This design comes from an exercise in tuning for small area, a short achievable clock period and few clock cycles on the open sky130 flow, not from production work. No run shown here included a check of the RTL's function; only the layout flow was run. Power and IR drop assume default switching activity.

==> flow/design.v, too long to show whole: its modules and the start of the top module <==
// module cmd_rx_check: 169 lines
// module crc32c_x64: 883 lines
// module x2: 7 lines
module cmd_rx_check (
    input  wire         clk,
    input  wire         rst,           
    input  wire         in_valid,
    output wire         in_ready,
    input  wire [63:0]  in_data,
    input  wire         in_last,
    input  wire [3:0]   in_nbytes,     
    output reg          out_valid,
    output wire [2:0]   out_kind,
    output wire [7:0]   out_status,
    output wire [127:0] out_hdr
);
  // ...
==> flow/run.sh <==
#!/bin/bash
# synth_recipe.tcl (not shown) runs the flow's synth.tcl, then flattens the netlist and writes it again
# the make line also repeats each setting of config.mk as NAME=value (left out here)
make -C /OpenROAD-flow-scripts/flow DESIGN_CONFIG=/design/flow/config.mk WORK_HOME=/design/flow/orfs CLKGATE_MAP_FILE= SYNTH_SCRIPT=/design/flow/synth_recipe.tcl finish
==> flow/config.mk <==
export PLATFORM = sky130hd
export DESIGN_NAME = cmd_rx_check
export DESIGN_NICKNAME = cmd_rx_check
export VERILOG_FILES = /design/flow/design.v
export SDC_FILE = /design/flow/constraint.sdc
export NUM_CORES = 4
export LEC_CHECK = 0
export CAP_MARGIN = 20
export CORE_MARGIN = 2
export CORE_UTILIZATION = 40
export PLACE_DENSITY = 0.6
export SLEW_MARGIN = 20
export SYNTH_HIERARCHICAL = 1
export SYNTH_MINIMUM_KEEP_SIZE = 0
==> flow/constraint.sdc <==
create_clock -name core_clock -period 11.0 [get_ports {clk}]
set_input_delay 2.2000 -clock core_clock [delete_from_list [all_inputs] [get_ports {clk}]]
set_output_delay 2.2000 -clock core_clock [all_outputs]
set_load 0.01 [all_outputs]
==> summary.md, run 1 <==
| Metric | Value |
|---|---|
| Post-CTS Hold Fix Bufs | `0` |
| Worst hold path cell count | `0` |
| Placed cell count | `2559` |
| Number of global-route vias before repair | `14010` |
| Yosys cell types | `78` |
| Tightest Pin Transition | `1.018 ns` |
| Clock share of power | `17.3%` |
| GRT Residual Overflow | `0` |
| Worst Hold Endpoint | `hdr[21]` |
| Seq/total area | `34.18%` |
| Initial Util | `40.32%` |
| Core Area | `47450 um^2` |
| Final core occ | `47.18%` |
| Clk latency of the worst-skew pair | `0.56 ns` |
| Core Rows | `80` |
| Grt met3 use | `3.491%` |
| Die Span Y | `222.7 um` |
| Root buf cell | `clkbuf_16` |
| Initial DRC Count | `1155` |
| Fraction of area in multi-input gates | `46.28%` |
| Worst setup path end | `v_st3` |
| Post-DP Area | `21150 um^2` |
| Clk buf depth | `3` |
| Antenna diodes | `1` |
| Final period utilization | `50.00%` |
| Final Hold Fails | `0` |
| Die Span X | `222.7 um` |
| Setup crit start | `r_d[25]` |
| Post-DP HPWL | `52820 um` |
| Max_slew headroom | `30.22%` |
| Status | `no timing/DRC/antenna violations` |
| Count of input and output buffers | `206` |
| Worst reg2reg path startpoint | `r_d[25]` |
==> run 2, diff against run 1 <==
==> flow/design.v (replaced) <==
module cmd_rx_check (
    input  wire         clk,
    input  wire         rst,           
    input  wire         in_valid,
    output wire         in_ready,
    input  wire [63:0]  in_data,
    input  wire         in_last,
    input  wire [3:0]   in_nbytes,     
    output reg          out_valid,
    output wire [2:0]   out_kind,
    output wire [7:0]   out_status,
    output wire [127:0] out_hdr
);
    localparam [2:0] K_ACCEPT     = 3'd0;
    localparam [2:0] K_RETRANSMIT = 3'd1;
    localparam [2:0] K_REPLY      = 3'd2;
    localparam [2:0] K_EVENT      = 3'd3;
    localparam [2:0] K_DISCARD    = 3'd4;
    localparam [2:0] K_DROP       = 3'd5;
    assign in_ready = 1'b1;
    function [31:0] residue(input [3:0] n);
        case (n)
            4'd1:    residue = 32'h552E4907;
            4'd2:    residue = 32'h1C220F94;
            4'd3:    residue = 32'h441A975C;
            4'd4:    residue = 32'h73D74D75;
            4'd5:    residue = 32'h44C19592;
            4'd6:    residue = 32'hA8D58375;
            4'd7:    residue = 32'hBA8D89CA;
            default: residue = 32'hB798B438;
        endcase
    endfunction
    reg         r_v;
    reg         r_last;
    reg [3:0]   r_n;
    reg [63:0]  r_d;
    integer k;
    reg [63:0] in_mask;
    always @(*) begin
        for (k = 0; k < 8; k = k + 1)
            in_mask[8*k +: 8] = (!in_last || k < in_nbytes) ? 8'hFF : 8'h00;
    end
    always @(posedge clk) begin
        if (rst)
            r_v <= 1'b0;
        else
            r_v <= in_valid;
    end
    always @(posedge clk) begin
        r_last <= in_last;
        r_n    <= in_nbytes;
        r_d    <= in_data & in_mask;
    end
    reg [31:0]  crc;           
    reg [9:0]   bidx;          
    reg [127:0] hdr;           
    wire [31:0] crc_e;
    crc32c_step u_crc (.d(r_d), .s(crc), .k(r_last ? residue(r_n) : 32'd0),
                       .e(crc_e));
    wire crc_ok = (crc_e == 32'd0);
    wire b0   = (bidx == 10'd0);
    wire b1   = (bidx == 10'd1);
    wire last = r_v && r_last;
    always @(posedge clk) begin
        if (rst) begin
            crc  <= 32'hFFFFFFFF;
            bidx <= 10'd0;
        end else if (r_v) begin
            if (r_last) begin
                crc  <= 32'hFFFFFFFF;
                bidx <= 10'd0;
            end else begin
                crc  <= crc_e;
                if (!(bidx[9] && bidx[1]))
                    bidx <= bidx + 10'd1;
            end
        end
    end
    wire [7:0]  h_version = hdr[7:0];
    wire [15:0] h_seq     = hdr[31:16];
    wire [15:0] h_length  = hdr[47:32];
    wire [7:0]  h_flags   = hdr[55:48];
    wire        h_posted  = h_flags[1];
    wire [15:0] len19   = h_length + 16'd19;       
    wire [2:0]  nm1     = r_n[2:0] - 3'd1;
    wire        len_ok  = (h_length <= 16'd4080) &&
                          ({6'd0, bidx} == {3'd0, len19[15:3]}) &&
                          (nm1 == len19[2:0]);
    wire        short   = (bidx < 10'd2) || (bidx == 10'd2 && r_n < 4'd4);
    wire        long    = bidx[9] && (bidx[1] || bidx[0] || r_n > 4'd4);
    wire        drop    = short || long;
    wire        badver  = (h_version != 8'h02);
    reg         have_expected;
    reg [15:0]  expected;
    reg [5:0]   count;         
    reg [31:0]  posted_tab;    
    wire [15:0] back       = expected - h_seq;
    wire        seq_exp    = !have_expected || (back == 16'd0);
    wire        in_history = (back[15:6] == 10'd0) && (back[5:0] <= count);
    wire        hist_post  = posted_tab[h_seq[4:0]];
    reg [2:0] kind_g;                 
    reg       st1_g, st0_g, st3_g, reply_g;
    always @(*) begin
        st1_g = 1'b0; st0_g = 1'b0; st3_g = 1'b0; reply_g = 1'b0;
        if (drop) begin
            kind_g = K_DROP;
        end else if (!len_ok) begin
            kind_g = K_REPLY; st1_g = 1'b1; reply_g = 1'b1;
        end else if (badver) begin
            kind_g = K_REPLY; st1_g = 1'b1; st0_g = 1'b1; reply_g = 1'b1;
        end else if (seq_exp) begin
            kind_g = K_ACCEPT;
        end else if (in_history) begin
            kind_g = hist_post ? K_DISCARD : K_RETRANSMIT;
        end else begin
            kind_g = h_posted ? K_EVENT : K_REPLY; st3_g = 1'b1; reply_g = 1'b1;
        end
    end
    wire [2:0] kind = crc_ok ? kind_g : (drop ? K_DROP : K_REPLY);
    wire       st1  = crc_ok ? st1_g : !drop;
    wire       st0  = crc_ok && st0_g;
    wire       st3  = crc_ok && st3_g;
    wire       reply_now = last && (crc_ok ? reply_g : !drop);
    wire       pexp_now  = last && st3;    
    reg [2:0] v_kind;
    reg       v_st1, v_st0, v_st3;    
    always @(posedge clk) begin
        if (rst)
            out_valid <= 1'b0;
        else
            out_valid <= last;
    end
    always @(posedge clk) begin
        v_kind <= kind;
        v_st1  <= st1;
        v_st0  <= st0;
        v_st3  <= st3;
    end
    wire cap_lo = r_v && b0;
    wire cap_hi = r_v && (b0 || b1);
    wire [63:0] beat_hi = b1 ? r_d : 64'd0;
    always @(posedge clk) begin
        if (reply_now) begin
            hdr[7:0]   <= 8'h02;
            hdr[47:32] <= 16'd0;
            hdr[49]    <= 1'b0;
            hdr[55:52] <= 4'b0100;
            hdr[63:56] <= {4'd0, st3, 1'b0, st1, st0};
        end else if (cap_lo) begin
            hdr[7:0]   <= r_d[7:0];
            hdr[47:32] <= r_d[47:32];
            hdr[49]    <= r_d[49];
            hdr[55:52] <= r_d[55:52];
            hdr[63:56] <= r_d[63:56];
        end
        if (cap_lo) begin
            hdr[31:8]  <= r_d[31:8];
            hdr[48]    <= r_d[48];
            hdr[51:50] <= r_d[51:50];
        end
        if (cap_hi)
            hdr[95:64] <= beat_hi[31:0];
        if (pexp_now)
            hdr[127:96] <= {16'd0, expected};
        else if (cap_hi)
            hdr[127:96] <= beat_hi[63:32];
    end
    wire accept = out_valid && (v_kind == K_ACCEPT);
    always @(posedge clk) begin
        if (rst) begin
            have_expected <= 1'b0;
            expected      <= 16'd0;
            count         <= 6'd0;
        end else if (accept) begin
            have_expected <= 1'b1;
            expected      <= h_seq + 16'd1;
            if (!count[5])
                count <= count + 6'd1;
        end
    end
    always @(posedge clk) begin
        if (accept)
            posted_tab[h_seq[4:0]] <= h_posted;
    end
    assign out_kind   = v_kind;
    assign out_status = {4'd0, v_st3, 1'b0, v_st1, v_st0};
    assign out_hdr    = hdr;
endmodule
module crc32c_step (
    input  wire [63:0] d,
    input  wire [31:0] s,
    input  wire [31:0] k,
    output wire [31:0] e
);
    wire t128;
    x2 g_t128 (.a(d[18]), .b(s[18]), .y(t128));
    wire t129;
    x2 g_t129 (.a(d[12]), .b(s[12]), .y(t129));
    wire t130;
    x2 g_t130 (.a(d[15]), .b(s[15]), .y(t130));
    wire t131;
    x2 g_t131 (.a(d[11]), .b(s[11]), .y(t131));
    wire t132;
    x2 g_t132 (.a(d[13]), .b(s[13]), .y(t132));
    wire t133;
    x2 g_t133 (.a(d[14]), .b(s[14]), .y(t133));
    wire t134;
    x2 g_t134 (.a(d[0]), .b(s[0]), .y(t134));
    wire t135;
    x2 g_t135 (.a(d[29]), .b(s[29]), .y(t135));
    wire t136;
    x2 g_t136 (.a(d[1]), .b(s[1]), .y(t136));
    wire t137;
    x2 g_t137 (.a(d[31]), .b(s[31]), .y(t137));
    wire t138;
    x2 g_t138 (.a(d[16]), .b(s[16]), .y(t138));
    wire t139;
    x2 g_t139 (.a(d[30]), .b(s[30]), .y(t139));
    wire t140;
    x2 g_t140 (.a(d[25]), .b(s[25]), .y(t140));
    wire t141;
    x2 g_t141 (.a(d[10]), .b(s[10]), .y(t141));
    wire t142;
    x2 g_t142 (.a(d[23]), .b(s[23]), .y(t142));
    wire t143;
    x2 g_t143 (.a(d[24]), .b(s[24]), .y(t143));
    wire t144;
    x2 g_t144 (.a(d[32]), .b(d[55]), .y(t144));
    wire t145;
    x2 g_t145 (.a(d[27]), .b(s[27]), .y(t145));
    wire t146;
    x2 g_t146 (.a(d[28]), .b(s[28]), .y(t146));
    wire t147;
    x2 g_t147 (.a(d[26]), .b(s[26]), .y(t147));
    wire t148;
    x2 g_t148 (.a(d[21]), .b(s[21]), .y(t148));
    wire t149;
    x2 g_t149 (.a(d[22]), .b(s[22]), .y(t149));
    wire t150;
    x2 g_t150 (.a(d[17]), .b(s[17]), .y(t150));
    wire t151;
    x2 g_t151 (.a(d[38]), .b(d[47]), .y(t151));
    wire t152;
    x2 g_t152 (.a(t128), .b(t133), .y(t152));
    wire t153;
    x2 g_t153 (.a(d[2]), .b(s[2]), .y(t153));
    wire t154;
    x2 g_t154 (.a(d[3]), .b(s[3]), .y(t154));
    wire t155;
    x2 g_t155 (.a(d[4]), .b(s[4]), .y(t155));
    wire t156;
    x2 g_t156 (.a(d[34]), .b(d[57]), .y(t156));
    wire t157;
    x2 g_t157 (.a(d[33]), .b(d[52]), .y(t157));
    wire t158;
    x2 g_t158 (.a(t129), .b(t139), .y(t158));
    wire t159;
    x2 g_t159 (.a(t131), .b(t134), .y(t159));
    wire t160;
    x2 g_t160 (.a(d[53]), .b(d[54]), .y(t160));
    wire t161;
    x2 g_t161 (.a(d[36]), .b(d[45]), .y(t161));
    wire t162;
    x2 g_t162 (.a(d[42]), .b(d[58]), .y(t162));
    wire t163;
    x2 g_t163 (.a(d[60]), .b(t132), .y(t163));
    wire t164;
    x2 g_t164 (.a(t137), .b(t140), .y(t164));
    wire t165;
    x2 g_t165 (.a(d[62]), .b(t130), .y(t165));
    wire t166;
    x2 g_t166 (.a(t135), .b(t142), .y(t166));
    wire t167;
    x2 g_t167 (.a(d[59]), .b(t136), .y(t167));
    wire t168;
    x2 g_t168 (.a(d[9]), .b(s[9]), .y(t168));
    wire t169;
    x2 g_t169 (.a(d[5]), .b(s[5]), .y(t169));
    wire t170;
    x2 g_t170 (.a(d[35]), .b(d[49]), .y(t170));
    wire t171;
    x2 g_t171 (.a(d[37]), .b(d[46]), .y(t171));
    wire t172;
    x2 g_t172 (.a(d[8]), .b(s[8]), .y(t172));
    wire t173;
    x2 g_t173 (.a(d[19]), .b(s[19]), .y(t173));
    wire t174;
    x2 g_t174 (.a(d[7]), .b(s[7]), .y(t174));
    wire t175;
    x2 g_t175 (.a(d[20]), .b(s[20]), .y(t175));
    wire t176;
    x2 g_t176 (.a(d[39]), .b(d[48]), .y(t176));
    wire t177;
    x2 g_t177 (.a(d[6]), .b(s[6]), .y(t177));
    wire t178;
    x2 g_t178 (.a(t138), .b(t146), .y(t178));
    wire t179;
    x2 g_t179 (.a(d[43]), .b(t143), .y(t179));
    wire t180;
    x2 g_t180 (.a(t144), .b(t147), .y(t180));
    wire t181;
    x2 g_t181 (.a(t145), .b(t155), .y(t181));
    wire t182;
    x2 g_t182 (.a(d[41]), .b(t151), .y(t182));
    wire t183;
    x2 g_t183 (.a(d[61]), .b(t153), .y(t183));
    wire t184;
    x2 g_t184 (.a(d[63]), .b(t149), .y(t184));
    wire t185;
    x2 g_t185 (.a(d[40]), .b(t174), .y(t185));
    wire t186;
    x2 g_t186 (.a(t141), .b(t148), .y(t186));
    wire t187;
    x2 g_t187 (.a(d[44]), .b(d[50]), .y(t187));
    wire t188;
    x2 g_t188 (.a(t154), .b(t162), .y(t188));
    wire t189;
    x2 g_t189 (.a(t150), .b(t157), .y(t189));
    wire t190;
    x2 g_t190 (.a(t158), .b(t179), .y(t190));
    wire t191;
    x2 g_t191 (.a(t173), .b(t175), .y(t191));
    wire t192;
    x2 g_t192 (.a(t176), .b(t177), .y(t192));
    wire t193;
    x2 g_t193 (.a(t159), .b(t166), .y(t193));
    wire t194;
    x2 g_t194 (.a(t161), .b(t168), .y(t194));
    wire t195;
    x2 g_t195 (.a(t156), .b(t170), .y(t195));
    wire t196;
    x2 g_t196 (.a(d[51]), .b(t171), .y(t196));
    wire t197;
    x2 g_t197 (.a(t152), .b(t183), .y(t197));
    wire t198;
    x2 g_t198 (.a(t164), .b(t172), .y(t198));
    wire t199;
    x2 g_t199 (.a(t165), .b(t180), .y(t199));
    wire t200;
    x2 g_t200 (.a(t178), .b(t182), .y(t200));
    wire t201;
    x2 g_t201 (.a(d[35]), .b(d[56]), .y(t201));
    wire t202;
    x2 g_t202 (.a(t132), .b(t160), .y(t202));
    wire t203;
    x2 g_t203 (.a(t169), .b(t187), .y(t203));
    wire t204;
    x2 g_t204 (.a(t167), .b(t184), .y(t204));
    wire t205;
    x2 g_t205 (.a(t181), .b(t186), .y(t205));
    wire t206;
    x2 g_t206 (.a(d[56]), .b(t163), .y(t206));
    wire t207;
    x2 g_t207 (.a(t152), .b(t192), .y(t207));
    wire t208;
    x2 g_t208 (.a(d[44]), .b(d[61]), .y(t208));
    wire t209;
    x2 g_t209 (.a(d[58]), .b(t156), .y(t209));
    wire t210;
    x2 g_t210 (.a(d[50]), .b(t137), .y(t210));
    wire t211;
    x2 g_t211 (.a(t131), .b(t185), .y(t211));
    wire t212;
    x2 g_t212 (.a(d[42]), .b(t189), .y(t212));
    wire t213;
    x2 g_t213 (.a(t191), .b(t194), .y(t213));
    wire t214;
    x2 g_t214 (.a(t135), .b(t200), .y(t214));
    wire t215;
    x2 g_t215 (.a(d[43]), .b(d[55]), .y(t215));
    wire t216;
    x2 g_t216 (.a(d[40]), .b(d[63]), .y(t216));
    wire t217;
    x2 g_t217 (.a(d[49]), .b(d[62]), .y(t217));
    wire t218;
    x2 g_t218 (.a(d[54]), .b(d[57]), .y(t218));
    wire t219;
    x2 g_t219 (.a(d[34]), .b(d[51]), .y(t219));
    wire t220;
    x2 g_t220 (.a(t160), .b(t201), .y(t220));
    wire t221;
    x2 g_t221 (.a(d[41]), .b(t170), .y(t221));
    wire t222;
    x2 g_t222 (.a(d[55]), .b(t160), .y(t222));
    wire t223;
    x2 g_t223 (.a(t134), .b(t155), .y(t223));
    wire t224;
    x2 g_t224 (.a(t149), .b(t169), .y(t224));
    wire t225;
    x2 g_t225 (.a(d[60]), .b(t151), .y(t225));
    wire t226;
    x2 g_t226 (.a(t145), .b(t171), .y(t226));
    wire t227;
    x2 g_t227 (.a(t128), .b(t161), .y(t227));
    wire t228;
    x2 g_t228 (.a(d[39]), .b(t143), .y(t228));
    wire t229;
    x2 g_t229 (.a(d[59]), .b(t172), .y(t229));
    wire t230;
    x2 g_t230 (.a(d[53]), .b(t150), .y(t230));
    wire t231;
    x2 g_t231 (.a(t138), .b(t148), .y(t231));
    wire t232;
    x2 g_t232 (.a(t163), .b(t184), .y(t232));
    wire t233;
    x2 g_t233 (.a(t203), .b(t228), .y(t233));
    wire t234;
    x2 g_t234 (.a(t167), .b(t188), .y(t234));
    wire t235;
    x2 g_t235 (.a(t130), .b(t196), .y(t235));
    wire t236;
    x2 g_t236 (.a(t157), .b(t202), .y(t236));
    wire t237;
    x2 g_t237 (.a(d[52]), .b(t164), .y(t237));
    wire t238;
    x2 g_t238 (.a(t190), .b(t197), .y(t238));
    wire t239;
    x2 g_t239 (.a(d[33]), .b(d[63]), .y(t239));
    wire t240;
    x2 g_t240 (.a(d[37]), .b(d[44]), .y(t240));
    wire t241;
    x2 g_t241 (.a(d[45]), .b(d[51]), .y(t241));
    wire t242;
    x2 g_t242 (.a(d[41]), .b(d[57]), .y(t242));
    wire t243;
    x2 g_t243 (.a(d[38]), .b(d[55]), .y(t243));
    wire t244;
    x2 g_t244 (.a(d[46]), .b(d[50]), .y(t244));
    wire t245;
    x2 g_t245 (.a(t141), .b(t161), .y(t245));
    wire t246;
    x2 g_t246 (.a(d[36]), .b(t133), .y(t246));
    wire t247;
    x2 g_t247 (.a(t136), .b(t140), .y(t247));
    wire t248;
    x2 g_t248 (.a(d[48]), .b(t146), .y(t248));
    wire t249;
    x2 g_t249 (.a(d[37]), .b(t208), .y(t249));
    wire t250;
    x2 g_t250 (.a(t139), .b(t144), .y(t250));
    wire t251;
    x2 g_t251 (.a(t129), .b(t175), .y(t251));
    wire t252;
    x2 g_t252 (.a(t150), .b(t154), .y(t252));
    wire t253;
    x2 g_t253 (.a(t156), .b(t239), .y(t253));
    wire t254;
    x2 g_t254 (.a(d[56]), .b(t171), .y(t254));
    wire t255;
    x2 g_t255 (.a(t168), .b(t173), .y(t255));
    wire t256;
    x2 g_t256 (.a(t141), .b(t244), .y(t256));
    wire t257;
    x2 g_t257 (.a(t147), .b(t148), .y(t257));
    wire t258;
    x2 g_t258 (.a(t150), .b(t162), .y(t258));
    wire t259;
    x2 g_t259 (.a(t149), .b(t168), .y(t259));
    wire t260;
    x2 g_t260 (.a(t177), .b(t241), .y(t260));
    wire t261;
    x2 g_t261 (.a(t128), .b(t215), .y(t261));
    wire t262;
    x2 g_t262 (.a(t177), .b(t219), .y(t262));
    wire t263;
    x2 g_t263 (.a(t151), .b(t201), .y(t263));
    wire t264;
    x2 g_t264 (.a(t133), .b(t187), .y(t264));
    wire t265;
    x2 g_t265 (.a(t147), .b(t179), .y(t265));
    wire t266;
    x2 g_t266 (.a(t138), .b(t159), .y(t266));
    wire t267;
    x2 g_t267 (.a(t152), .b(t186), .y(t267));
    wire t268;
    x2 g_t268 (.a(t178), .b(t194), .y(t268));
    wire t269;
    x2 g_t269 (.a(t158), .b(t195), .y(t269));
    wire t270;
    x2 g_t270 (.a(t196), .b(t250), .y(t270));
    wire t271;
    x2 g_t271 (.a(d[51]), .b(t223), .y(t271));
    wire t272;
    x2 g_t272 (.a(t154), .b(t229), .y(t272));
    wire t273;
    x2 g_t273 (.a(t220), .b(t247), .y(t273));
    wire t274;
    x2 g_t274 (.a(t186), .b(t189), .y(t274));
    wire t275;
    x2 g_t275 (.a(t188), .b(t222), .y(t275));
    wire t276;
    x2 g_t276 (.a(t163), .b(t231), .y(t276));
    wire t277;
    x2 g_t277 (.a(t209), .b(t261), .y(t277));
    wire t278;
    x2 g_t278 (.a(d[60]), .b(t159), .y(t278));
    wire t279;
    x2 g_t279 (.a(t163), .b(t166), .y(t279));
    wire t280;
    x2 g_t280 (.a(t180), .b(t258), .y(t280));
    wire t281;
    x2 g_t281 (.a(t210), .b(t221), .y(t281));
    wire t282;
    x2 g_t282 (.a(t166), .b(t256), .y(t282));
    wire t283;
    x2 g_t283 (.a(t182), .b(t257), .y(t283));
    wire t284;
    x2 g_t284 (.a(t152), .b(t164), .y(t284));
    wire t285;
    x2 g_t285 (.a(d[47]), .b(t180), .y(t285));
    wire t286;
    x2 g_t286 (.a(t165), .b(t183), .y(t286));
    wire t287;
    x2 g_t287 (.a(t167), .b(t227), .y(t287));
    wire t288;
    x2 g_t288 (.a(t195), .b(t203), .y(t288));
    wire t289;
    x2 g_t289 (.a(t165), .b(t169), .y(t289));
    wire t290;
    x2 g_t290 (.a(t181), .b(t255), .y(t290));
    wire t291;
    x2 g_t291 (.a(t165), .b(t253), .y(t291));
    wire t292;
    x2 g_t292 (.a(t225), .b(t249), .y(t292));
    wire t293;
    x2 g_t293 (.a(t199), .b(t205), .y(t293));
    wire t294;
    x2 g_t294 (.a(t207), .b(t269), .y(t294));
    wire t295;
    x2 g_t295 (.a(t230), .b(t234), .y(t295));
    wire t296;
    x2 g_t296 (.a(t213), .b(t283), .y(t296));
    wire t297;
    x2 g_t297 (.a(t211), .b(t236), .y(t297));
    wire t298;
    x2 g_t298 (.a(t198), .b(t265), .y(t298));
    wire t299;
    x2 g_t299 (.a(t205), .b(t235), .y(t299));
    wire t300;
    x2 g_t300 (.a(t198), .b(t204), .y(t300));
    wire t301;
    x2 g_t301 (.a(t193), .b(t212), .y(t301));
    wire t302;
    x2 g_t302 (.a(t190), .b(t288), .y(t302));
    wire t303;
    x2 g_t303 (.a(t198), .b(t264), .y(t303));
    wire t304;
    x2 g_t304 (.a(t193), .b(t292), .y(t304));
    wire t305;
    x2 g_t305 (.a(t199), .b(t266), .y(t305));
    wire t306;
    x2 g_t306 (.a(t190), .b(t279), .y(t306));
    wire o0_0;
    x2 g_o0_0 (.a(d[36]), .b(d[59]), .y(o0_0));
    wire o0_1;
    x2 g_o0_1 (.a(o0_0), .b(t153), .y(o0_1));
    wire o0_2;
    x2 g_o0_2 (.a(t173), .b(t176), .y(o0_2));
    wire o0_3;
    x2 g_o0_3 (.a(k[0]), .b(o0_1), .y(o0_3));
    wire o0_4;
    x2 g_o0_4 (.a(o0_2), .b(t159), .y(o0_4));
    wire o0_5;
    x2 g_o0_5 (.a(t224), .b(t226), .y(o0_5));
    wire o0_6;
    x2 g_o0_6 (.a(o0_3), .b(o0_4), .y(o0_6));
    wire o0_7;
    x2 g_o0_7 (.a(o0_5), .b(t206), .y(o0_7));
    wire o0_8;
    x2 g_o0_8 (.a(t274), .b(t277), .y(o0_8));
    wire o0_9;
    x2 g_o0_9 (.a(o0_6), .b(o0_7), .y(o0_9));
    wire o0_10;
    x2 g_o0_10 (.a(o0_8), .b(t214), .y(o0_10));
    wire o0_11;
    x2 g_o0_11 (.a(o0_10), .b(o0_9), .y(o0_11));
    assign e[0] = o0_11;
    wire o1_0;
    x2 g_o1_0 (.a(d[40]), .b(d[56]), .y(o1_0));
    wire o1_1;
    x2 g_o1_1 (.a(o1_0), .b(t146), .y(o1_1));
    wire o1_2;
    x2 g_o1_2 (.a(t149), .b(k[1]), .y(o1_2));
    wire o1_3;
    x2 g_o1_3 (.a(o1_1), .b(t191), .y(o1_3));
    wire o1_4;
    x2 g_o1_4 (.a(o1_2), .b(o1_3), .y(o1_4));
    wire o1_5;
    x2 g_o1_5 (.a(o1_4), .b(t294), .y(o1_5));
    wire o1_6;
    x2 g_o1_6 (.a(t295), .b(t304), .y(o1_6));
    wire o1_7;
    x2 g_o1_7 (.a(o1_5), .b(o1_6), .y(o1_7));
    assign e[1] = o1_7;
    wire o2_0;
    x2 g_o2_0 (.a(d[38]), .b(d[58]), .y(o2_0));
    wire o2_1;
    x2 g_o2_1 (.a(o2_0), .b(t148), .y(o2_1));
    wire o2_2;
    x2 g_o2_2 (.a(t176), .b(t218), .y(o2_2));
    wire o2_3;
    x2 g_o2_3 (.a(k[2]), .b(o2_1), .y(o2_3));
    wire o2_4;
    x2 g_o2_4 (.a(o2_2), .b(t185), .y(o2_4));
    wire o2_5;
    x2 g_o2_5 (.a(t191), .b(t223), .y(o2_5));
    wire o2_6;
    x2 g_o2_6 (.a(o2_3), .b(o2_4), .y(o2_6));
    wire o2_7;
    x2 g_o2_7 (.a(o2_5), .b(t281), .y(o2_7));
    wire o2_8;
    x2 g_o2_8 (.a(t286), .b(t287), .y(o2_8));
    wire o2_9;
    x2 g_o2_9 (.a(o2_6), .b(o2_7), .y(o2_9));
    wire o2_10;
    x2 g_o2_10 (.a(o2_8), .b(t306), .y(o2_10));
    wire o2_11;
    x2 g_o2_11 (.a(o2_10), .b(o2_9), .y(o2_11));
    assign e[2] = o2_11;
    wire o3_0;
    x2 g_o3_0 (.a(d[40]), .b(d[41]), .y(o3_0));
    wire o3_1;
    x2 g_o3_1 (.a(o3_0), .b(t217), .y(o3_1));
    wire o3_2;
    x2 g_o3_2 (.a(k[3]), .b(o3_1), .y(o3_2));
    wire o3_3;
    x2 g_o3_3 (.a(t183), .b(t188), .y(o3_3));
    wire o3_4;
    x2 g_o3_4 (.a(t191), .b(t246), .y(o3_4));
    wire o3_5;
    x2 g_o3_5 (.a(o3_2), .b(o3_3), .y(o3_5));
    wire o3_6;
    x2 g_o3_6 (.a(o3_4), .b(t233), .y(o3_6));
    wire o3_7;
    x2 g_o3_7 (.a(t270), .b(t276), .y(o3_7));
    wire o3_8;
    x2 g_o3_8 (.a(o3_5), .b(o3_6), .y(o3_8));
    wire o3_9;
    x2 g_o3_9 (.a(o3_7), .b(t300), .y(o3_9));
    wire o3_10;
    x2 g_o3_10 (.a(o3_8), .b(o3_9), .y(o3_10));
    assign e[3] = o3_10;
    wire o4_0;
    x2 g_o4_0 (.a(d[51]), .b(d[61]), .y(o4_0));
    wire o4_1;
    x2 g_o4_1 (.a(o4_0), .b(t131), .y(o4_1));
    wire o4_2;
    x2 g_o4_2 (.a(t132), .b(t156), .y(o4_2));
    wire o4_3;
    x2 g_o4_3 (.a(t169), .b(t216), .y(o4_3));
    wire o4_4;
    x2 g_o4_4 (.a(k[4]), .b(o4_1), .y(o4_4));
    wire o4_5;
    x2 g_o4_5 (.a(o4_2), .b(o4_3), .y(o4_5));
    wire o4_6;
    x2 g_o4_6 (.a(t164), .b(t178), .y(o4_6));
    wire o4_7;
    x2 g_o4_7 (.a(t181), .b(t188), .y(o4_7));
    wire o4_8;
    x2 g_o4_8 (.a(o4_4), .b(o4_5), .y(o4_8));
    wire o4_9;
    x2 g_o4_9 (.a(o4_6), .b(o4_7), .y(o4_9));
    wire o4_10;
    x2 g_o4_10 (.a(t199), .b(t207), .y(o4_10));
    wire o4_11;
    x2 g_o4_11 (.a(t213), .b(t282), .y(o4_11));
    wire o4_12;
    x2 g_o4_12 (.a(o4_10), .b(o4_11), .y(o4_12));
    wire o4_13;
    x2 g_o4_13 (.a(o4_8), .b(o4_9), .y(o4_13));
    wire o4_14;
    x2 g_o4_14 (.a(o4_12), .b(o4_13), .y(o4_14));
    assign e[4] = o4_14;
    wire o5_0;
    x2 g_o5_0 (.a(d[36]), .b(d[38]), .y(o5_0));
    wire o5_1;
    x2 g_o5_1 (.a(o5_0), .b(t143), .y(o5_1));
    wire o5_2;
    x2 g_o5_2 (.a(t153), .b(t175), .y(o5_2));
    wire o5_3;
    x2 g_o5_3 (.a(k[5]), .b(o5_1), .y(o5_3));
    wire o5_4;
    x2 g_o5_4 (.a(o5_2), .b(t185), .y(o5_4));
    wire o5_5;
    x2 g_o5_5 (.a(o5_3), .b(o5_4), .y(o5_5));
    wire o5_6;
    x2 g_o5_6 (.a(t199), .b(t232), .y(o5_6));
    wire o5_7;
    x2 g_o5_7 (.a(t271), .b(o5_5), .y(o5_7));
    wire o5_8;
    x2 g_o5_8 (.a(o5_6), .b(t294), .y(o5_8));
    wire o5_9;
    x2 g_o5_9 (.a(o5_7), .b(o5_8), .y(o5_9));
    assign e[5] = o5_9;
    wire o6_0;
    x2 g_o6_0 (.a(t130), .b(t215), .y(o6_0));
    wire o6_1;
    x2 g_o6_1 (.a(k[6]), .b(o6_0), .y(o6_1));
    wire o6_2;
    x2 g_o6_2 (.a(t195), .b(t225), .y(o6_2));
    wire o6_3;
    x2 g_o6_3 (.a(t248), .b(t252), .y(o6_3));
    wire o6_4;
    x2 g_o6_4 (.a(o6_1), .b(o6_2), .y(o6_4));
    wire o6_5;
    x2 g_o6_5 (.a(o6_3), .b(t197), .y(o6_5));
    wire o6_6;
    x2 g_o6_6 (.a(t211), .b(t282), .y(o6_6));
    wire o6_7;
    x2 g_o6_7 (.a(o6_4), .b(o6_5), .y(o6_7));
    wire o6_8;
    x2 g_o6_8 (.a(o6_6), .b(t300), .y(o6_8));
    wire o6_9;
    x2 g_o6_9 (.a(o6_7), .b(o6_8), .y(o6_9));
    assign e[6] = o6_9;
    wire o7_0;
    x2 g_o7_0 (.a(d[38]), .b(d[61]), .y(o7_0));
    wire o7_1;
    x2 g_o7_1 (.a(o7_0), .b(t132), .y(o7_1));
    wire o7_2;
    x2 g_o7_2 (.a(t142), .b(t146), .y(o7_2));
    wire o7_3;
    x2 g_o7_3 (.a(k[7]), .b(o7_1), .y(o7_3));
    wire o7_4;
    x2 g_o7_4 (.a(o7_2), .b(t189), .y(o7_4));
    wire o7_5;
    x2 g_o7_5 (.a(t196), .b(t259), .y(o7_5));
    wire o7_6;
    x2 g_o7_6 (.a(o7_3), .b(o7_4), .y(o7_6));
    wire o7_7;
    x2 g_o7_7 (.a(o7_5), .b(t272), .y(o7_7));
    wire o7_8;
    x2 g_o7_8 (.a(o7_6), .b(o7_7), .y(o7_8));
    wire o7_9;
    x2 g_o7_9 (.a(t293), .b(t302), .y(o7_9));
    wire o7_10;
    x2 g_o7_10 (.a(o7_8), .b(o7_9), .y(o7_10));
    assign e[7] = o7_10;
    wire o8_0;
    x2 g_o8_0 (.a(d[53]), .b(d[58]), .y(o8_0));
    wire o8_1;
    x2 g_o8_1 (.a(d[62]), .b(o8_0), .y(o8_1));
    wire o8_2;
    x2 g_o8_2 (.a(t141), .b(t157), .y(o8_2));
    wire o8_3;
    x2 g_o8_3 (.a(k[8]), .b(o8_1), .y(o8_3));
    wire o8_4;
    x2 g_o8_4 (.a(o8_2), .b(t181), .y(o8_4));
    wire o8_5;
    x2 g_o8_5 (.a(t262), .b(t263), .y(o8_5));
    wire o8_6;
    x2 g_o8_6 (.a(o8_3), .b(o8_4), .y(o8_6));
    wire o8_7;
    x2 g_o8_7 (.a(o8_5), .b(t193), .y(o8_7));
    wire o8_8;
    x2 g_o8_8 (.a(t232), .b(t233), .y(o8_8));
    wire o8_9;
    x2 g_o8_9 (.a(t268), .b(t284), .y(o8_9));
    wire o8_10;
    x2 g_o8_10 (.a(o8_6), .b(o8_7), .y(o8_10));
    wire o8_11;
    x2 g_o8_11 (.a(o8_8), .b(o8_9), .y(o8_11));
    wire o8_12;
    x2 g_o8_12 (.a(o8_10), .b(o8_11), .y(o8_12));
    assign e[8] = o8_12;
    wire o9_0;
    x2 g_o9_0 (.a(d[33]), .b(d[58]), .y(o9_0));
    wire o9_1;
    x2 g_o9_1 (.a(o9_0), .b(t130), .y(o9_1));
    wire o9_2;
    x2 g_o9_2 (.a(t142), .b(t145), .y(o9_2));
    wire o9_3;
    x2 g_o9_3 (.a(k[9]), .b(o9_1), .y(o9_3));
    wire o9_4;
    x2 g_o9_4 (.a(o9_2), .b(t180), .y(o9_4));
    wire o9_5;
    x2 g_o9_5 (.a(t182), .b(t185), .y(o9_5));
    wire o9_6;
    x2 g_o9_6 (.a(t231), .b(t260), .y(o9_6));
    wire o9_7;
    x2 g_o9_7 (.a(o9_3), .b(o9_4), .y(o9_7));
    wire o9_8;
    x2 g_o9_8 (.a(o9_5), .b(o9_6), .y(o9_8));
    wire o9_9;
    x2 g_o9_9 (.a(t232), .b(t273), .y(o9_9));
    wire o9_10;
    x2 g_o9_10 (.a(o9_7), .b(o9_8), .y(o9_10));
    wire o9_11;
    x2 g_o9_11 (.a(o9_9), .b(t238), .y(o9_11));
    wire o9_12;
    x2 g_o9_12 (.a(o9_10), .b(o9_11), .y(o9_12));
    assign e[9] = o9_12;
    wire o10_0;
    x2 g_o10_0 (.a(d[54]), .b(t174), .y(o10_0));
    wire o10_1;
    x2 g_o10_1 (.a(k[10]), .b(o10_0), .y(o10_1));
    wire o10_2;
    x2 g_o10_2 (.a(t188), .b(o10_1), .y(o10_2));
    wire o10_3;
    x2 g_o10_3 (.a(t267), .b(t289), .y(o10_3));
    wire o10_4;
    x2 g_o10_4 (.a(o10_2), .b(o10_3), .y(o10_4));
    wire o10_5;
    x2 g_o10_5 (.a(t298), .b(t304), .y(o10_5));
    wire o10_6;
    x2 g_o10_6 (.a(o10_4), .b(o10_5), .y(o10_6));
    assign e[10] = o10_6;
    wire o11_0;
    x2 g_o11_0 (.a(d[38]), .b(d[45]), .y(o11_0));
    wire o11_1;
    x2 g_o11_1 (.a(o11_0), .b(t140), .y(o11_1));
    wire o11_2;
    x2 g_o11_2 (.a(t172), .b(t208), .y(o11_2));
    wire o11_3;
    x2 g_o11_3 (.a(k[11]), .b(o11_1), .y(o11_3));
    wire o11_4;
    x2 g_o11_4 (.a(o11_2), .b(t192), .y(o11_4));
    wire o11_5;
    x2 g_o11_5 (.a(o11_3), .b(o11_4), .y(o11_5));
    wire o11_6;
    x2 g_o11_6 (.a(t190), .b(t204), .y(o11_6));
    wire o11_7;
    x2 g_o11_7 (.a(t290), .b(o11_5), .y(o11_7));
    wire o11_8;
    x2 g_o11_8 (.a(o11_6), .b(t305), .y(o11_8));
    wire o11_9;
    x2 g_o11_9 (.a(o11_7), .b(o11_8), .y(o11_9));
    assign e[11] = o11_9;
    wire o12_0;
    x2 g_o12_0 (.a(d[48]), .b(t129), .y(o12_0));
    wire o12_1;
    x2 g_o12_1 (.a(t217), .b(t240), .y(o12_1));
    wire o12_2;
    x2 g_o12_2 (.a(k[12]), .b(o12_0), .y(o12_2));
    wire o12_3;
    x2 g_o12_3 (.a(o12_1), .b(t185), .y(o12_3));
    wire o12_4;
    x2 g_o12_4 (.a(o12_2), .b(o12_3), .y(o12_4));
    wire o12_5;
    x2 g_o12_5 (.a(t193), .b(t204), .y(o12_5));
    wire o12_6;
    x2 g_o12_6 (.a(t237), .b(t277), .y(o12_6));
    wire o12_7;
    x2 g_o12_7 (.a(o12_4), .b(o12_5), .y(o12_7));
    wire o12_8;
    x2 g_o12_8 (.a(o12_6), .b(t296), .y(o12_8));
    wire o12_9;
    x2 g_o12_9 (.a(o12_7), .b(o12_8), .y(o12_9));
    assign e[12] = o12_9;
    wire o13_0;
    x2 g_o13_0 (.a(d[53]), .b(d[63]), .y(o13_0));
    wire o13_1;
    x2 g_o13_1 (.a(o13_0), .b(t136), .y(o13_1));
    wire o13_2;
    x2 g_o13_2 (.a(t172), .b(t175), .y(o13_2));
    wire o13_3;
    x2 g_o13_3 (.a(k[13]), .b(o13_1), .y(o13_3));
    wire o13_4;
    x2 g_o13_4 (.a(o13_2), .b(t178), .y(o13_4));
    wire o13_5;
    x2 g_o13_5 (.a(t227), .b(o13_3), .y(o13_5));
    wire o13_6;
    x2 g_o13_6 (.a(o13_4), .b(t285), .y(o13_6));
    wire o13_7;
    x2 g_o13_7 (.a(o13_5), .b(o13_6), .y(o13_7));
    wire o13_8;
    x2 g_o13_8 (.a(t301), .b(t302), .y(o13_8));
    wire o13_9;
    x2 g_o13_9 (.a(o13_7), .b(o13_8), .y(o13_9));
    assign e[13] = o13_9;
    wire o14_0;
    x2 g_o14_0 (.a(d[35]), .b(d[57]), .y(o14_0));
    wire o14_1;
    x2 g_o14_1 (.a(o14_0), .b(t141), .y(o14_1));
    wire o14_2;
    x2 g_o14_2 (.a(k[14]), .b(o14_1), .y(o14_2));
    wire o14_3;
    x2 g_o14_3 (.a(t158), .b(t167), .y(o14_3));
    wire o14_4;
    x2 g_o14_4 (.a(t222), .b(t259), .y(o14_4));
    wire o14_5;
    x2 g_o14_5 (.a(t260), .b(o14_2), .y(o14_5));
    wire o14_6;
    x2 g_o14_6 (.a(o14_3), .b(o14_4), .y(o14_6));
    wire o14_7;
    x2 g_o14_7 (.a(t200), .b(t233), .y(o14_7));
    wire o14_8;
    x2 g_o14_8 (.a(t237), .b(t278), .y(o14_8));
    wire o14_9;
    x2 g_o14_9 (.a(o14_5), .b(o14_6), .y(o14_9));
    wire o14_10;
    x2 g_o14_10 (.a(o14_7), .b(o14_8), .y(o14_10));
    wire o14_11;
    x2 g_o14_11 (.a(o14_10), .b(o14_9), .y(o14_11));
    assign e[14] = o14_11;
    wire o15_0;
    x2 g_o15_0 (.a(d[46]), .b(d[51]), .y(o15_0));
    wire o15_1;
    x2 g_o15_1 (.a(o15_0), .b(t129), .y(o15_1));
    wire o15_2;
    x2 g_o15_2 (.a(t136), .b(t160), .y(o15_2));
    wire o15_3;
    x2 g_o15_3 (.a(k[15]), .b(o15_1), .y(o15_3));
    wire o15_4;
    x2 g_o15_4 (.a(o15_2), .b(t166), .y(o15_4));
    wire o15_5;
    x2 g_o15_5 (.a(t183), .b(t192), .y(o15_5));
    wire o15_6;
    x2 g_o15_6 (.a(t245), .b(o15_3), .y(o15_6));
    wire o15_7;
    x2 g_o15_7 (.a(o15_4), .b(o15_5), .y(o15_7));
    wire o15_8;
    x2 g_o15_8 (.a(t206), .b(t211), .y(o15_8));
    wire o15_9;
    x2 g_o15_9 (.a(t237), .b(t280), .y(o15_9));
    wire o15_10;
    x2 g_o15_10 (.a(o15_6), .b(o15_7), .y(o15_10));
    wire o15_11;
    x2 g_o15_11 (.a(o15_8), .b(o15_9), .y(o15_11));
    wire o15_12;
    x2 g_o15_12 (.a(o15_10), .b(o15_11), .y(o15_12));
    assign e[15] = o15_12;
    wire o16_0;
    x2 g_o16_0 (.a(d[56]), .b(t217), .y(o16_0));
    wire o16_1;
    x2 g_o16_1 (.a(t242), .b(k[16]), .y(o16_1));
    wire o16_2;
    x2 g_o16_2 (.a(o16_0), .b(t226), .y(o16_2));
    wire o16_3;
    x2 g_o16_3 (.a(o16_1), .b(o16_2), .y(o16_3));
    wire o16_4;
    x2 g_o16_4 (.a(t272), .b(t285), .y(o16_4));
    wire o16_5;
    x2 g_o16_5 (.a(o16_3), .b(o16_4), .y(o16_5));
    wire o16_6;
    x2 g_o16_6 (.a(t238), .b(t297), .y(o16_6));
    wire o16_7;
    x2 g_o16_7 (.a(o16_5), .b(o16_6), .y(o16_7));
    assign e[16] = o16_7;
    wire o17_0;
    x2 g_o17_0 (.a(t129), .b(k[17]), .y(o17_0));
    wire o17_1;
    x2 g_o17_1 (.a(t182), .b(t248), .y(o17_1));
    wire o17_2;
    x2 g_o17_2 (.a(o17_0), .b(o17_1), .y(o17_2));
    wire o17_3;
    x2 g_o17_3 (.a(t206), .b(t275), .y(o17_3));
    wire o17_4;
    x2 g_o17_4 (.a(t290), .b(t291), .y(o17_4));
    wire o17_5;
    x2 g_o17_5 (.a(o17_2), .b(o17_3), .y(o17_5));
    wire o17_6;
    x2 g_o17_6 (.a(o17_4), .b(t303), .y(o17_6));
    wire o17_7;
    x2 g_o17_7 (.a(o17_5), .b(o17_6), .y(o17_7));
    assign e[17] = o17_7;
    wire o18_0;
    x2 g_o18_0 (.a(d[32]), .b(d[54]), .y(o18_0));
    wire o18_1;
    x2 g_o18_1 (.a(o18_0), .b(t170), .y(o18_1));
    wire o18_2;
    x2 g_o18_2 (.a(k[18]), .b(o18_1), .y(o18_2));
    wire o18_3;
    x2 g_o18_3 (.a(t181), .b(t184), .y(o18_3));
    wire o18_4;
    x2 g_o18_4 (.a(o18_2), .b(o18_3), .y(o18_4));
    wire o18_5;
    x2 g_o18_5 (.a(t197), .b(t212), .y(o18_5));
    wire o18_6;
    x2 g_o18_6 (.a(t235), .b(t278), .y(o18_6));
    wire o18_7;
    x2 g_o18_7 (.a(o18_4), .b(o18_5), .y(o18_7));
    wire o18_8;
    x2 g_o18_8 (.a(o18_6), .b(t296), .y(o18_8));
    wire o18_9;
    x2 g_o18_9 (.a(o18_7), .b(o18_8), .y(o18_9));
    assign e[18] = o18_9;
    wire o19_0;
    x2 g_o19_0 (.a(d[50]), .b(t242), .y(o19_0));
    wire o19_1;
    x2 g_o19_1 (.a(k[19]), .b(o19_0), .y(o19_1));
    wire o19_2;
    x2 g_o19_2 (.a(t251), .b(o19_1), .y(o19_2));
    wire o19_3;
    x2 g_o19_3 (.a(t193), .b(t206), .y(o19_3));
    wire o19_4;
    x2 g_o19_4 (.a(t286), .b(o19_2), .y(o19_4));
    wire o19_5;
    x2 g_o19_5 (.a(o19_3), .b(t295), .y(o19_5));
    wire o19_6;
    x2 g_o19_6 (.a(o19_4), .b(o19_5), .y(o19_6));
    assign e[19] = o19_6;
    wire o20_0;
    x2 g_o20_0 (.a(d[62]), .b(d[63]), .y(o20_0));
    wire o20_1;
    x2 g_o20_1 (.a(o20_0), .b(t218), .y(o20_1));
    wire o20_2;
    x2 g_o20_2 (.a(k[20]), .b(o20_1), .y(o20_2));
    wire o20_3;
    x2 g_o20_3 (.a(o20_2), .b(t234), .y(o20_3));
    wire o20_4;
    x2 g_o20_4 (.a(t271), .b(t276), .y(o20_4));
    wire o20_5;
    x2 g_o20_5 (.a(o20_3), .b(o20_4), .y(o20_5));
    wire o20_6;
    x2 g_o20_6 (.a(t238), .b(o20_5), .y(o20_6));
    assign e[20] = o20_6;
    wire o21_0;
    x2 g_o21_0 (.a(d[36]), .b(t136), .y(o21_0));
    wire o21_1;
    x2 g_o21_1 (.a(t154), .b(t176), .y(o21_1));
    wire o21_2;
    x2 g_o21_2 (.a(t208), .b(k[21]), .y(o21_2));
    wire o21_3;
    x2 g_o21_3 (.a(o21_0), .b(o21_1), .y(o21_3));
    wire o21_4;
    x2 g_o21_4 (.a(t159), .b(t254), .y(o21_4));
    wire o21_5;
    x2 g_o21_5 (.a(o21_2), .b(o21_3), .y(o21_5));
    wire o21_6;
    x2 g_o21_6 (.a(o21_4), .b(t205), .y(o21_6));
    wire o21_7;
    x2 g_o21_7 (.a(t284), .b(t291), .y(o21_7));
    wire o21_8;
    x2 g_o21_8 (.a(o21_5), .b(o21_6), .y(o21_8));
    wire o21_9;
    x2 g_o21_9 (.a(o21_7), .b(t214), .y(o21_9));
    wire o21_10;
    x2 g_o21_10 (.a(o21_8), .b(o21_9), .y(o21_10));
    assign e[21] = o21_10;
    wire o22_0;
    x2 g_o22_0 (.a(d[42]), .b(d[43]), .y(o22_0));
    wire o22_1;
    x2 g_o22_1 (.a(d[46]), .b(o22_0), .y(o22_1));
    wire o22_2;
    x2 g_o22_2 (.a(t157), .b(t216), .y(o22_2));
    wire o22_3;
    x2 g_o22_3 (.a(k[22]), .b(o22_1), .y(o22_3));
    wire o22_4;
    x2 g_o22_4 (.a(o22_2), .b(t158), .y(o22_4));
    wire o22_5;
    x2 g_o22_5 (.a(t221), .b(o22_3), .y(o22_5));
    wire o22_6;
    x2 g_o22_6 (.a(o22_4), .b(t206), .y(o22_6));
    wire o22_7;
    x2 g_o22_7 (.a(t287), .b(o22_5), .y(o22_7));
    wire o22_8;
    x2 g_o22_8 (.a(o22_6), .b(t293), .y(o22_8));
    wire o22_9;
    x2 g_o22_9 (.a(o22_7), .b(o22_8), .y(o22_9));
    assign e[22] = o22_9;
    wire o23_0;
    x2 g_o23_0 (.a(d[52]), .b(d[59]), .y(o23_0));
    wire o23_1;
    x2 g_o23_1 (.a(d[61]), .b(d[63]), .y(o23_1));
    wire o23_2;
    x2 g_o23_2 (.a(o23_0), .b(o23_1), .y(o23_2));
    wire o23_3;
    x2 g_o23_3 (.a(t135), .b(t137), .y(o23_3));
    wire o23_4;
    x2 g_o23_4 (.a(t162), .b(t176), .y(o23_4));
    wire o23_5;
    x2 g_o23_5 (.a(t187), .b(t243), .y(o23_5));
    wire o23_6;
    x2 g_o23_6 (.a(k[23]), .b(o23_2), .y(o23_6));
    wire o23_7;
    x2 g_o23_7 (.a(o23_3), .b(o23_4), .y(o23_7));
    wire o23_8;
    x2 g_o23_8 (.a(o23_5), .b(t230), .y(o23_8));
    wire o23_9;
    x2 g_o23_9 (.a(o23_6), .b(o23_7), .y(o23_9));
    wire o23_10;
    x2 g_o23_10 (.a(o23_8), .b(t267), .y(o23_10));
    wire o23_11;
    x2 g_o23_11 (.a(o23_10), .b(o23_9), .y(o23_11));
    assign e[23] = o23_11;
    wire o24_0;
    x2 g_o24_0 (.a(d[40]), .b(d[48]), .y(o24_0));
    wire o24_1;
    x2 g_o24_1 (.a(d[49]), .b(o24_0), .y(o24_1));
    wire o24_2;
    x2 g_o24_2 (.a(t134), .b(t145), .y(o24_2));
    wire o24_3;
    x2 g_o24_3 (.a(t153), .b(t161), .y(o24_3));
    wire o24_4;
    x2 g_o24_4 (.a(k[24]), .b(o24_1), .y(o24_4));
    wire o24_5;
    x2 g_o24_5 (.a(o24_2), .b(o24_3), .y(o24_5));
    wire o24_6;
    x2 g_o24_6 (.a(t202), .b(t209), .y(o24_6));
    wire o24_7;
    x2 g_o24_7 (.a(o24_4), .b(o24_5), .y(o24_7));
    wire o24_8;
    x2 g_o24_8 (.a(o24_6), .b(t270), .y(o24_8));
    wire o24_9;
    x2 g_o24_9 (.a(t274), .b(t289), .y(o24_9));
    wire o24_10;
    x2 g_o24_10 (.a(o24_7), .b(o24_8), .y(o24_10));
    wire o24_11;
    x2 g_o24_11 (.a(o24_9), .b(t214), .y(o24_11));
    wire o24_12;
    x2 g_o24_12 (.a(o24_10), .b(o24_11), .y(o24_12));
    assign e[24] = o24_12;
    wire o25_0;
    x2 g_o25_0 (.a(d[34]), .b(t131), .y(o25_0));
    wire o25_1;
    x2 g_o25_1 (.a(t139), .b(t170), .y(o25_1));
    wire o25_2;
    x2 g_o25_2 (.a(k[25]), .b(o25_0), .y(o25_2));
    wire o25_3;
    x2 g_o25_3 (.a(o25_1), .b(t189), .y(o25_3));
    wire o25_4;
    x2 g_o25_4 (.a(t210), .b(t254), .y(o25_4));
    wire o25_5;
    x2 g_o25_5 (.a(o25_2), .b(o25_3), .y(o25_5));
    wire o25_6;
    x2 g_o25_6 (.a(o25_4), .b(t204), .y(o25_6));
    wire o25_7;
    x2 g_o25_7 (.a(t207), .b(t275), .y(o25_7));
    wire o25_8;
    x2 g_o25_8 (.a(o25_5), .b(o25_6), .y(o25_8));
    wire o25_9;
    x2 g_o25_9 (.a(o25_7), .b(t214), .y(o25_9));
    wire o25_10;
    x2 g_o25_10 (.a(o25_8), .b(o25_9), .y(o25_10));
    assign e[25] = o25_10;
    wire o26_0;
    x2 g_o26_0 (.a(d[32]), .b(t142), .y(o26_0));
    wire o26_1;
    x2 g_o26_1 (.a(t162), .b(k[26]), .y(o26_1));
    wire o26_2;
    x2 g_o26_2 (.a(o26_0), .b(t158), .y(o26_2));
    wire o26_3;
    x2 g_o26_3 (.a(t178), .b(t224), .y(o26_3));
    wire o26_4;
    x2 g_o26_4 (.a(o26_1), .b(o26_2), .y(o26_4));
    wire o26_5;
    x2 g_o26_5 (.a(o26_3), .b(t281), .y(o26_5));
    wire o26_6;
    x2 g_o26_6 (.a(o26_4), .b(o26_5), .y(o26_6));
    wire o26_7;
    x2 g_o26_7 (.a(t297), .b(t299), .y(o26_7));
    wire o26_8;
    x2 g_o26_8 (.a(o26_6), .b(o26_7), .y(o26_8));
    assign e[26] = o26_8;
    wire o27_0;
    x2 g_o27_0 (.a(t129), .b(t144), .y(o27_0));
    wire o27_1;
    x2 g_o27_1 (.a(k[27]), .b(o27_0), .y(o27_1));
    wire o27_2;
    x2 g_o27_2 (.a(t179), .b(t202), .y(o27_2));
    wire o27_3;
    x2 g_o27_3 (.a(t210), .b(t224), .y(o27_3));
    wire o27_4;
    x2 g_o27_4 (.a(t229), .b(t246), .y(o27_4));
    wire o27_5;
    x2 g_o27_5 (.a(t262), .b(o27_1), .y(o27_5));
    wire o27_6;
    x2 g_o27_6 (.a(o27_2), .b(o27_3), .y(o27_6));
    wire o27_7;
    x2 g_o27_7 (.a(o27_4), .b(t200), .y(o27_7));
    wire o27_8;
    x2 g_o27_8 (.a(o27_5), .b(o27_6), .y(o27_8));
    wire o27_9;
    x2 g_o27_9 (.a(o27_7), .b(t301), .y(o27_9));
    wire o27_10;
    x2 g_o27_10 (.a(o27_8), .b(o27_9), .y(o27_10));
    assign e[27] = o27_10;
    wire o28_0;
    x2 g_o28_0 (.a(t130), .b(t144), .y(o28_0));
    wire o28_1;
    x2 g_o28_1 (.a(t168), .b(t174), .y(o28_1));
    wire o28_2;
    x2 g_o28_2 (.a(t219), .b(t240), .y(o28_2));
    wire o28_3;
    x2 g_o28_3 (.a(k[28]), .b(o28_0), .y(o28_3));
    wire o28_4;
    x2 g_o28_4 (.a(o28_1), .b(o28_2), .y(o28_4));
    wire o28_5;
    x2 g_o28_5 (.a(o28_3), .b(o28_4), .y(o28_5));
    wire o28_6;
    x2 g_o28_6 (.a(t207), .b(t212), .y(o28_6));
    wire o28_7;
    x2 g_o28_7 (.a(t273), .b(o28_5), .y(o28_7));
    wire o28_8;
    x2 g_o28_8 (.a(o28_6), .b(t306), .y(o28_8));
    wire o28_9;
    x2 g_o28_9 (.a(o28_7), .b(o28_8), .y(o28_9));
    assign e[28] = o28_9;
    wire o29_0;
    x2 g_o29_0 (.a(d[44]), .b(d[56]), .y(o29_0));
    wire o29_1;
    x2 g_o29_1 (.a(o29_0), .b(t130), .y(o29_1));
    wire o29_2;
    x2 g_o29_2 (.a(t138), .b(t139), .y(o29_2));
    wire o29_3;
    x2 g_o29_3 (.a(t173), .b(t243), .y(o29_3));
    wire o29_4;
    x2 g_o29_4 (.a(k[29]), .b(o29_1), .y(o29_4));
    wire o29_5;
    x2 g_o29_5 (.a(o29_2), .b(o29_3), .y(o29_5));
    wire o29_6;
    x2 g_o29_6 (.a(t185), .b(t195), .y(o29_6));
    wire o29_7;
    x2 g_o29_7 (.a(t245), .b(o29_4), .y(o29_7));
    wire o29_8;
    x2 g_o29_8 (.a(o29_5), .b(o29_6), .y(o29_8));
    wire o29_9;
    x2 g_o29_9 (.a(t197), .b(t236), .y(o29_9));
    wire o29_10;
    x2 g_o29_10 (.a(o29_7), .b(o29_8), .y(o29_10));
    wire o29_11;
    x2 g_o29_11 (.a(o29_9), .b(t298), .y(o29_11));
    wire o29_12;
    x2 g_o29_12 (.a(o29_10), .b(o29_11), .y(o29_12));
    assign e[29] = o29_12;
    wire o30_0;
    x2 g_o30_0 (.a(d[39]), .b(d[41]), .y(o30_0));
    wire o30_1;
    x2 g_o30_1 (.a(o30_0), .b(k[30]), .y(o30_1));
    wire o30_2;
    x2 g_o30_2 (.a(t209), .b(t220), .y(o30_2));
    wire o30_3;
    x2 g_o30_3 (.a(t226), .b(t252), .y(o30_3));
    wire o30_4;
    x2 g_o30_4 (.a(o30_1), .b(o30_2), .y(o30_4));
    wire o30_5;
    x2 g_o30_5 (.a(o30_3), .b(t213), .y(o30_5));
    wire o30_6;
    x2 g_o30_6 (.a(o30_4), .b(o30_5), .y(o30_6));
    wire o30_7;
    x2 g_o30_7 (.a(t303), .b(t305), .y(o30_7));
    wire o30_8;
    x2 g_o30_8 (.a(o30_6), .b(o30_7), .y(o30_8));
    assign e[30] = o30_8;
    wire o31_0;
    x2 g_o31_0 (.a(d[33]), .b(t128), .y(o31_0));
    wire o31_1;
    x2 g_o31_1 (.a(t216), .b(t218), .y(o31_1));
    wire o31_2;
    x2 g_o31_2 (.a(k[31]), .b(o31_0), .y(o31_2));
    wire o31_3;
    x2 g_o31_3 (.a(o31_1), .b(t167), .y(o31_3));
    wire o31_4;
    x2 g_o31_4 (.a(t251), .b(t263), .y(o31_4));
    wire o31_5;
    x2 g_o31_5 (.a(o31_2), .b(o31_3), .y(o31_5));
    wire o31_6;
    x2 g_o31_6 (.a(o31_4), .b(t268), .y(o31_6));
    wire o31_7;
    x2 g_o31_7 (.a(t280), .b(o31_5), .y(o31_7));
    wire o31_8;
    x2 g_o31_8 (.a(o31_6), .b(t299), .y(o31_8));
    wire o31_9;
    x2 g_o31_9 (.a(o31_7), .b(o31_8), .y(o31_9));
    assign e[31] = o31_9;
endmodule
module x2 (
    input  wire a,
    input  wire b,
    output wire y
);
    assign y = a ^ b;
endmodule
==> flow/flow/run.sh (new file) <==
#!/bin/bash
set -euo pipefail
MARGIN=$(cat flow/margin.txt)
bash standard.sh synth > synth.log 2>&1
bash standard.sh SETUP_SLACK_MARGIN=$MARGIN \
    "BUFFER_PORTS_ARGS=-buffer_cell sky130_fd_sc_hd__buf_2" finish > layout.log 2>&1
==> flow/flow/margin.txt (new file) <==
7
==> flow/standard.sh (new file) <==
#!/bin/bash
# synth_recipe.tcl (not shown) runs the flow's synth.tcl, then flattens the netlist and writes it again
# the make line also repeats each setting of config.mk as NAME=value (left out here)
make -C /OpenROAD-flow-scripts/flow DESIGN_CONFIG=/design/flow/config.mk WORK_HOME=/design/flow/orfs CLKGATE_MAP_FILE= SYNTH_SCRIPT=/design/flow/synth_recipe.tcl "${@:-finish}"
removed: flow/run.sh
==> run 2 against run 1 <==
Still clean on timing, DRC and antenna. Worst hold slack better by 0.012 ns. Wire length decreased by 3.4%. Synthesized cell count fell by 2.0%. Setup slack improved by 0.83 ns. Global-route usage grew 0.18 points. Core utilization up 6.6 points. Critical path depth rose by 4. Sequential power grew 4%. Combinational power shrank 8.7%. Maximum frequency grew 18%. Via count grew 2.7%. Design area is 9.0% higher.
==> summary.md, run 2 <==
| Metric | Value |
|---|---|
| HP Class | `flop to flop` |
| Final Hold Fails | `0 (unchanged)` |
| DR vias/cell | `5.286` |
| Footprint of the multi-input gates | `12730 um^2` |
| Critical Path Start Type | `flop` |
| Final setup TNS | `0 ns` |
| Crit. End Element | `flop` |
| Synth top area cells | `xor2_1, dfxtp_1, edfxtp_1` |
| Final period utilization | `42.48% (-7.5 points)` |
| H-Tree Depth | `2` |
| Initial antenna violation count | `1` |
| Comb pwr share | `61.7%` |
| Die Span Y | `218.4 um (-1.9%)` |
| Commonest cells in the netlist | `xor2_1, dfxtp_1, nor2_1, nand2_1, edfxtp_1` |
| CP Max Fanout | `8` |
| CP dominant cell by count | `xor2_1` |
| RePlAce Congestion | `1.031` |
| Number of global-route vias before repair | `14370 (+2.6%)` |
| Area share of the largest cell type after synthesis | `25.16%` |
| TritonRoute pass-1 iters | `5` |
| Fraction of registers with async set/reset | `0%` |
| Largest net degree at the start of global routing | `68` |
| P&R area growth vs syn | `32.75%` |
| Power density cells | `279.4 nW/um^2` |
| Crit-path slowest cell | `dfxtp_4` |
| Max incr delay on CP | `0.39 ns` |
| Most used DFF post-synth | `dfxtp_1` |
| First-pass GRT wire length | `94850 um` |
| Remaining DRCs | `0` |
| Syn Inst Count | `1850` |
| Worst Path Required | `11.40 ns` |
| RSZ-0062 raised after global routing | `yes` |
| Largest register by flop count | `hdr` |
| Final-report max-slew violation count | `0` |
| Root buf cell | `clkbuf_16` |
| Syn. warnings | `7` |
| Sequential Power Share | `20.6%` |
| Number of synthesized flops with an enable pin | `110` |
| Initial DRC Count | `1130 (-2.2%)` |
| Min Hold Slack | `0.4926 ns` |
| Post-Syn Area per Cell | `9.935 um^2` |
| Tightest Pin Transition | `1.020 ns (+0.002662 ns)` |
| Largest regs | `hdr x128, r_d x64` |
| Status | `no timing/DRC/antenna violations` |
| Die Span X | `218.4 um (-1.9%)` |
| Switching share of power | `46.47%` |
| Clk buf depth | `3 (unchanged)` |
| Cell Area, Synth | `18380 um^2` |
| Setup violators final | `0` |
| Clk latency of the worst-skew pair | `0.56 ns (about the same)` |
| GRT Residual Overflow | `0 (unchanged)` |
| Register area | `7233 um^2` |
| Gr usage total | `27.25%` |
| WL final | `65550 um` |
| Most frequent cell after synthesis | `xor2_1` |
| Die ar. | `47680 um^2` |
| Core Rows | `78 (-2.5%)` |
| Per-cell routed wire length | `23.92 um` |
| Max_slew headroom | `31.61% (+1.4 points)` |
| Detail Route Antenna Nets | `0` |
| Max Cap Violations | `0` |
| P_int | `3.650 mW` |
| Filler cells | `4001` |
| Num CTS Buffers | `35` |
| Yosys reg bits | `302` |
| Commonest cells after routing, fill and taps aside | `xor2_1, buf_2, dfxtp_1` |
| Psw | `3.168 mW` |
| IR drop worst, VDD | `221.2 uV` |
| Yosys cell types | `85 (+9.0%)` |
| Final min period | `4.673 ns` |
| Post-synthesis sequential area ratio | `38.88%` |
| Initial Util | `40.50% (+0.19 points)` |
| Clock share of power | `17.7% (+0.4 points)` |
| Max reg flops | `128` |
| Total number of vias | `14490` |
| Synth area leader | `xor2_1` |
| CP Class | `flop to flop` |
| Layout cells sized above 1 | `31.31%` |
| Post-DP HPWL | `49420 um (-6.4%)` |
| CP cell instances | `inv_4 -> ha_4 -> nor3_4 -> o31a_1 -> xor2_1 -> xor2_1 -> xor2_1 -> xor2_1 -> nor4_2 -> nand4_1 -> nor3_4 -> nand4_1 -> nor4_2 -> and3_4 -> nand2_4 -> nor3_4 -> buf_12 -> buf_12 -> mux2i_2` |
| Nets@finish | `2224` |
| Core Area | `45380 um^2 (-4.4%)` |
| CTS tree | `built` |
| Antenna diodes | `0 (-1)` |
| Clk slew on worst S/H paths | `0.06 ns` |
| I/O Pins | `213` |
| Most common cell after layout, fill and taps aside | `xor2_1` |
| Post-CTS Hold Fix Bufs | `0 (unchanged)` |
| Layout Skew | `0.02470 ns` |
| Fmax | `214.0 MHz` |
| Pleak | `9.839 nW` |
| Worst EP arrival | `5.07 ns` |
| Count of input and output buffers | `206 (unchanged)` |
| Sink count of the clock tree | `302` |
==> run 2: power groups by stage <==
stage / combinational (mW) / sequential (mW) / clock (mW)
after floorplan: 3.09 / 1.37 / 0
after global placement: 3.29 / 1.40 / 0
after detailed placement: 3.25 / 1.40 / 0
after CTS: 3.83 / 1.40 / 1.23
after global routing: 4.44 / 1.42 / 1.27
final: 4.21 / 1.41 / 1.21
==> run 2: timing repair <==
item	CTS	global route
setup buffers	78	22
endpoints found under the setup margin	94	94
pin swaps	68	43
gates resized for setup	230	73
cloned	2	0
==> run 2: Yosys stat by module (local to each module, per instance) <==
module / cells inside / area, um^2
cmd_rx_check: 1303 / 13630
crc32c_step: 32 / 240.2
x2: 1 / 8.758
==> run 2: cell type report <==
cell class | instances | area share [%]
clock inverter | 18 | 0.9794
sequential | 302 | 29.64
inverter | 66 | 1.051
tap | 600 | 3.077
clock buffer | 45 | 3.913
timing repair buffer | 325 | 9.169
multi-input combinational | 1384 | 52.17
==> run 2: final timing paths <==
path / startpoint / endpoint / slack, ns / depth (start not counted)
setup / recovery: r_n[1] / hdr[99] / 6.33 / 19
hold / removal: r_d[9] / hdr[9] / 0.49 / 0
setup reg to reg: r_n[1] / hdr[99] / 6.33 / 19
hold reg to reg: r_d[9] / hdr[9] / 0.49 / 0
==> run 2: critical path, delay by kind of cell, from the launching register on <==
kind | cells | cell delay (ns)
XOR/XNOR | 4 | 1.23
AND/OR/NAND/NOR | 9 | 1.90
AO/OA/AOI/OAI | 1 | 0.22
adder cells (fa/ha/maj) | 1 | 0.20
multiplexers | 1 | 0.21
buffers and inverters | 3 | 0.34
flip-flops | 1 | 0.39
==> run 2: layer usage <==
layer	wire length (um)	share of wire [%]	global-route usage, %
met3	4092	6.2	3.368
met5	0	0	0
met2	30710	47	44.08
met4	3168	4.8	12.38
met1	27580	42	36.41
==> run 2: stage by stage <==
step	instances	total power, mW	utilization, %	area [um^2]	setup WS, ns
6_report	2740	6.818	53.77	24400	6.327
5_1_grt	2740	7.128	53.77	24400	6.226
4_1_cts	2718	6.465	52.35	23760	6.487
3_5_place_dp	2575	4.644	44.58	20230	4.293
3_3_place_gp	2574	4.681	44.55	20220	4.210
2_1_floorplan	1854	4.454	-	18880	6.869
==> run 2: logic make-up after synthesis <==
group                      share of synthesized area (%)
xor gates and xnor gates                           26.83
and+or+nand+nor                                    12.91
DFF                                                38.88
AOI/OAI and AO/OA                                  7.917
buffers and inverters                              4.561
muxes                                              6.236
adders and majority gates                          2.628
other                                            0.04086

[separate check: timing with driven ports]
The flow's constraints put no driver on any port. The routed layouts listed below were extracted and timed again, unchanged, in two steps. Step 1 assumes that a clkbuf_16 drives the clock port and a buf_2 every other input. Step 2 moves the port delays by t, midway between the first and last clock arrival at a register: inputs arrive t later, outputs are due t later. That takes back most of the time a late clock gives input paths. Three values: ideal, step 1, step 2; two values: the first two.
run	t, ns	setup WS [ns]	hold WS [ns]	worst register clock-pin slew, ns	worst slew at a driven data input, ns
run 1	0.605	5.500 / 5.500 / 5.500	0.481 / 0.481 / 0.481	0.06 / 0.06	0.10
run 2	0.610	6.327 / 6.327 / 6.327	0.493 / 0.493 / 0.493	0.06 / 0.06	0.05
After both steps setup and hold are still met in every run listed.
